Source: an optimization exercise on an open RTL-to-GDS flow (aim: small area, a short achievable clock period and few clock cycles per item). Production flows keep margins and buffers that such runs may drop. RTL that was checked went through simulation tests only; none was proved equivalent to the original. Power and IR drop assume default switching activity.

== build 52 ==
==> flow/design.v <==
module par_engine (
    input  wire         clk,
    input  wire         rst_n,
    input  wire         in_valid,
    output wire         in_ready,
    input  wire         in_first,
    input  wire         in_last,
    input  wire [1:0]   in_kind,      
    input  wire [3:0]   in_sheet,
    input  wire [127:0] in_data,
    input  wire [1:0]   cfg_nerase,
    input  wire [3:0]   cfg_sx,
    input  wire [3:0]   cfg_sy,
    output reg          out_valid,
    input  wire         out_ready,
    output reg  [127:0] out_a,
    output reg  [127:0] out_b,
    output reg          out_lost
);
    function [7:0] xtime;
        input [7:0] a;
        xtime = {a[6:0], 1'b0} ^ (a[7] ? 8'h1D : 8'h00);
    endfunction
    function [7:0] gf_mul;
        input [7:0] a;
        input [7:0] b;
        integer i;
        reg [7:0] p, aa;
        begin
            p  = 8'h00;
            aa = a;
            for (i = 0; i < 8; i = i + 1) begin
                if (b[i]) p = p ^ aa;
                aa = xtime(aa);
            end
            gf_mul = p;
        end
    endfunction
    localparam [127:0]  W_TAB  = 128'h261387CDE8743A1D8040201008040201;
    localparam [127:0]  K1_TAB = 128'h2C58B07DFAE9CF831B366CD8AD478E01;
    localparam [2047:0] K2_TAB = 2048'h00C382B4A868A0A946177A403339608AC3009B19754DD05D4F8C2EF4806672C0829B002B32EA9ABDBA9E055CF51DCCE4B4192B005664C9296769210AB8F73A85A875325600ACC88F52CED242146DF374684DEA64AC00458D03A481B98428DAFBA0D09AC9C845008A0706551F6F1550A9A95DBD298F8D8A00090E0CAA3EDE2AA0464FBA675203070900121C18497CA154178C9E69CEA4060E120024383092F85F7A2E0521D281550C1C240048706039ED40F45C0A42B91FAA1838480090E0C0723380F5B814846F3E49307090003DDD9D39661DF76D2815DE7C9260E03D007AA76072CC3AF3DA502AA1F839C0DD7A00F48AC0E48574FBA9A0545FED729DA7F400;
    function [7:0] gf_w;
        input [3:0] s;
        gf_w = W_TAB[8*s +: 8];
    endfunction
    function [7:0] gf_k;
        input [1:0] n;
        input [3:0] sx;
        input [3:0] sy;
        begin
            if (n == 2'd0)      gf_k = 8'h01;
            else if (n == 2'd1) gf_k = K1_TAB[8*sx +: 8];
            else                gf_k = K2_TAB[8*{sx, sy} +: 8];
        end
    endfunction
    reg          s1_v;
    reg          s1_first;
    reg          s1_last;
    reg  [1:0]   s1_kind;
    reg  [3:0]   s1_sheet;
    reg  [127:0] s1_d;
    reg  [1:0]   g_n;
    reg  [3:0]   g_sx;
    reg  [3:0]   g_sy;
    reg          ready_r;
    assign in_ready = ready_r;
    wire take = in_valid && ready_r;
    always @(posedge clk) begin
        s1_v     <= rst_n && take;
        s1_first <= in_first;
        s1_last  <= in_last;
        s1_kind  <= in_kind;
        s1_sheet <= in_sheet;
        s1_d     <= in_data;
        if (take && in_first) begin
            g_n  <= cfg_nerase;
            g_sx <= cfg_sx;
            g_sy <= cfg_sy;
        end
    end
    wire       n0 = (g_n == 2'd0);
    wire       n2 = g_n[1];
    wire [7:0] y  = n2 ? gf_w(g_sy) : 8'h00;
    reg [7:0] v;
    always @(*) begin
        case (s1_kind)
            2'd0:    v = gf_w(s1_sheet) ^ y;
            2'd1:    v = y;
            2'd2:    v = {7'd0, !n0};
            default: v = 8'h00;
        endcase
    end
    wire [7:0] coef = gf_mul(gf_k(g_n, g_sx, g_sy), v);
    reg [63:0] cols;
    integer j;
    always @(*) begin
        cols[7:0] = coef;
        for (j = 1; j < 8; j = j + 1)
            cols[8*j +: 8] = xtime(cols[8*(j-1) +: 8]);
    end
    reg          s2_v;
    reg          s2_last;
    reg          s2_clr;      
    reg          s2_binc;     
    reg          s2_p;
    reg          s2_q;
    reg  [1:0]   s2_n;
    reg  [63:0]  s2_cols;
    reg  [127:0] s2_d;
    always @(posedge clk) begin
        s2_v    <= rst_n && s1_v;
        s2_last <= s1_last;
        s2_clr  <= s1_v && s1_first;
        s2_binc <= s1_v && (s1_kind == 2'd0 || (s1_kind == 2'd1 && !n0));
        s2_p    <= s1_v && (s1_kind == 2'd1);
        s2_q    <= s1_v && (s1_kind == 2'd2);
        s2_n    <= g_n;
        s2_cols <= s1_v ? cols : 64'd0;
        s2_d    <= s1_d;
    end
    reg  [127:0] acc_a;
    reg  [127:0] acc_b;
    reg          g_sp;
    reg          g_sq;
    reg          a_done;      
    reg [127:0] nxt_a;
    reg [127:0] nxt_b;
    integer l, b;
    always @(*) begin
        for (l = 0; l < 16; l = l + 1) begin
            nxt_a[8*l +: 8] = s2_clr ? 8'h00 : acc_a[8*l +: 8];
            for (b = 0; b < 8; b = b + 1)
                if (s2_d[8*l + b]) nxt_a[8*l +: 8] = nxt_a[8*l +: 8] ^ s2_cols[8*b +: 8];
        end
        nxt_b = (s2_clr ? 128'd0 : acc_b) ^ (s2_binc ? s2_d : 128'd0);
    end
    wire nxt_sp = (!s2_clr && g_sp) || s2_p;
    wire nxt_sq = (!s2_clr && g_sq) || s2_q;
    wire r_n0 = (s2_n == 2'd0);
    wire r_n1 = (s2_n == 2'd1);
    wire r_n2 = s2_n[1];
    wire res_lost = r_n1 ? !(nxt_sp || nxt_sq) : r_n2 ? !(nxt_sp && nxt_sq) : 1'b0;
    wire a_from_b = r_n0 || (r_n1 && nxt_sp);
    wire [127:0] res_a = res_lost ? 128'd0 : (a_from_b ? nxt_b : nxt_a);
    wire [127:0] res_b = (res_lost || r_n1) ? 128'd0 : r_n0 ? nxt_a : (nxt_a ^ nxt_b);
    wire fin      = (s2_v && s2_last) || a_done;
    wire out_free = !out_valid || out_ready;
    wire out_load = fin && out_free;
    wire n_s1last = take && in_last;
    wire n_fin    = (s1_v && s1_last) || (fin && !out_free);
    wire n_ov     = out_load || (out_valid && !out_ready);
    wire n_ready  = !((n_s1last || (n_fin && n_ov)) && (n_fin || n_ov));
    always @(posedge clk) begin
        acc_a <= nxt_a;
        acc_b <= nxt_b;
        g_sp  <= nxt_sp;
        g_sq  <= nxt_sq;
        if (out_load) begin
            out_a    <= res_a;
            out_b    <= res_b;
            out_lost <= res_lost;
        end
        if (!rst_n) begin
            a_done    <= 1'b0;
            out_valid <= 1'b0;
            ready_r   <= 1'b1;
        end else begin
            a_done    <= fin && !out_free;
            out_valid <= n_ov;
            ready_r   <= n_ready;
        end
    end
endmodule
export LEC_CHECK = 0
export CAP_MARGIN = 20
export CORE_MARGIN = 2
export CORE_UTILIZATION = 30
export SLEW_MARGIN = 20
create_clock -name core_clock -period 22.0 [get_ports {clk}]
run.sh (not shown) runs the stock make flow with config.mk's settings and CLKGATE_MAP_FILE= SYNTH_SCRIPT=/design/flow/synth_recipe.tcl, a recipe that flattens the netlist after the stock synthesis.
Changes in trial 73 relative to build 52:
diff --git a/flow/design.v b/flow/design.v
--- a/flow/design.v
+++ b/flow/design.v
@@ -90,23 +90,16 @@
             default: v = 8'h00;
         endcase
     end
     wire [7:0] coef = gf_mul(gf_k(g_n, g_sx, g_sy), v);
-    reg [63:0] cols;
-    integer j;
-    always @(*) begin
-        cols[7:0] = coef;
-        for (j = 1; j < 8; j = j + 1)
-            cols[8*j +: 8] = xtime(cols[8*(j-1) +: 8]);
-    end
     reg          s2_v;
     reg          s2_last;
     reg          s2_clr;      
     reg          s2_binc;     
     reg          s2_p;
     reg          s2_q;
     reg  [1:0]   s2_n;
-    reg  [63:0]  s2_cols;
+    reg  [7:0]   s2_c;
     reg  [127:0] s2_d;
     always @(posedge clk) begin
         s2_v    <= rst_n && s1_v;
         s2_last <= s1_last;
@@ -114,24 +107,31 @@
         s2_binc <= s1_v && (s1_kind == 2'd0 || (s1_kind == 2'd1 && !n0));
         s2_p    <= s1_v && (s1_kind == 2'd1);
         s2_q    <= s1_v && (s1_kind == 2'd2);
         s2_n    <= g_n;
-        s2_cols <= s1_v ? cols : 64'd0;
+        s2_c    <= s1_v ? coef : 8'd0;
         s2_d    <= s1_d;
     end
     reg  [127:0] acc_a;
     reg  [127:0] acc_b;
     reg          g_sp;
     reg          g_sq;
     reg          a_done;      
+    reg [63:0] cols;
+    integer j;
+    always @(*) begin
+        cols[7:0] = s2_c;
+        for (j = 1; j < 8; j = j + 1)
+            cols[8*j +: 8] = xtime(cols[8*(j-1) +: 8]);
+    end
     reg [127:0] nxt_a;
     reg [127:0] nxt_b;
     integer l, b;
     always @(*) begin
         for (l = 0; l < 16; l = l + 1) begin
             nxt_a[8*l +: 8] = s2_clr ? 8'h00 : acc_a[8*l +: 8];
             for (b = 0; b < 8; b = b + 1)
-                if (s2_d[8*l + b]) nxt_a[8*l +: 8] = nxt_a[8*l +: 8] ^ s2_cols[8*b +: 8];
+                if (s2_d[8*l + b]) nxt_a[8*l +: 8] = nxt_a[8*l +: 8] ^ cols[8*b +: 8];
         end
         nxt_b = (s2_clr ? 128'd0 : acc_b) ^ (s2_binc ? s2_d : 128'd0);
     end
     wire nxt_sp = (!s2_clr && g_sp) || s2_p;
@@ -143,9 +143,9 @@
     wire a_from_b = r_n0 || (r_n1 && nxt_sp);
     wire [127:0] res_a = res_lost ? 128'd0 : (a_from_b ? nxt_b : nxt_a);
     wire [127:0] res_b = (res_lost || r_n1) ? 128'd0 : r_n0 ? nxt_a : (nxt_a ^ nxt_b);
     wire fin      = (s2_v && s2_last) || a_done;
-    wire out_free = !out_valid || out_ready;
+    wire out_free = !out_valid;
     wire out_load = fin && out_free;
     wire n_s1last = take && in_last;
     wire n_fin    = (s1_v && s1_last) || (fin && !out_free);
     wire n_ov     = out_load || (out_valid && !out_ready);
## What came out
From build 52 to trial 73 the numbers moved as follows: via count increased by 250 relative to the old numbers, total length of routed met3 wires closely matched the old numbers, number of global-route vias before repair increased by 0.91% relative to the old numbers, number of gates on the worst path with buffers counted decreased by 4 relative to the old numbers. Trial 73 ends up with a largest net degree at the start of global routing that is 8 lower than in build 52. Trial 73 vs. build 52: layout overhead on the synthesized area went up 1.2 points, non-filler instance count after layout went down 42. Diff trial 73..build 52 | cell area | negligible. The lower total power of trial 73 and build 52 is in build 52. Between trial 73 and build 52, the mux share of post-synthesis cell area is lower for build 52. Fmax: trial 73 higher than build 52. Looking at worst setup slack, trial 73 sits above build 52. Flip-flop and latch count ended up 21 lower on trial 73 than on build 52. The share of total power in combinational logic number comes out lower for build 52 vs trial 73.
Testbench counts of trial 73, summed over its fixed seeds: cycles 24,088, items 3,200.
Only the layout flow was run in build 52; the RTL was not checked for function there.

afterwards: timing with drivers on the ports:
The results above use ideal ports. As a check the final layouts listed here were re-extracted and re-timed, cells and wires unchanged. Step 1, drivers: a clkbuf_16 drives clk and a buf_2 each remaining input, both assumed. Step 2 also shifts input and output timing later by t, the mid clock arrival at the registers, as if the neighbouring blocks saw the same clock. Slacks: no drivers / after step 1 / after step 2; pairs: no drivers / after step 1.
run | shift t [ns] | setup WS [ns] | worst setup path after step 2 | worst register clock-pin slew, ns | pins driven straight from the clock port
build 52 | 0.764 | 14.835 / 14.887 / 14.122 | input to register | 0.07 / 0.07 | 1
trial 73 | 0.786 | 15.805 / 15.728 / 16.114 | input to register | 0.07 / 0.07 | 1
After both steps setup and hold are still met in every run listed. For build 52, which loses most, drivers alone change the setup slack by +0.052 ns; drivers and shift together by -0.713 ns.
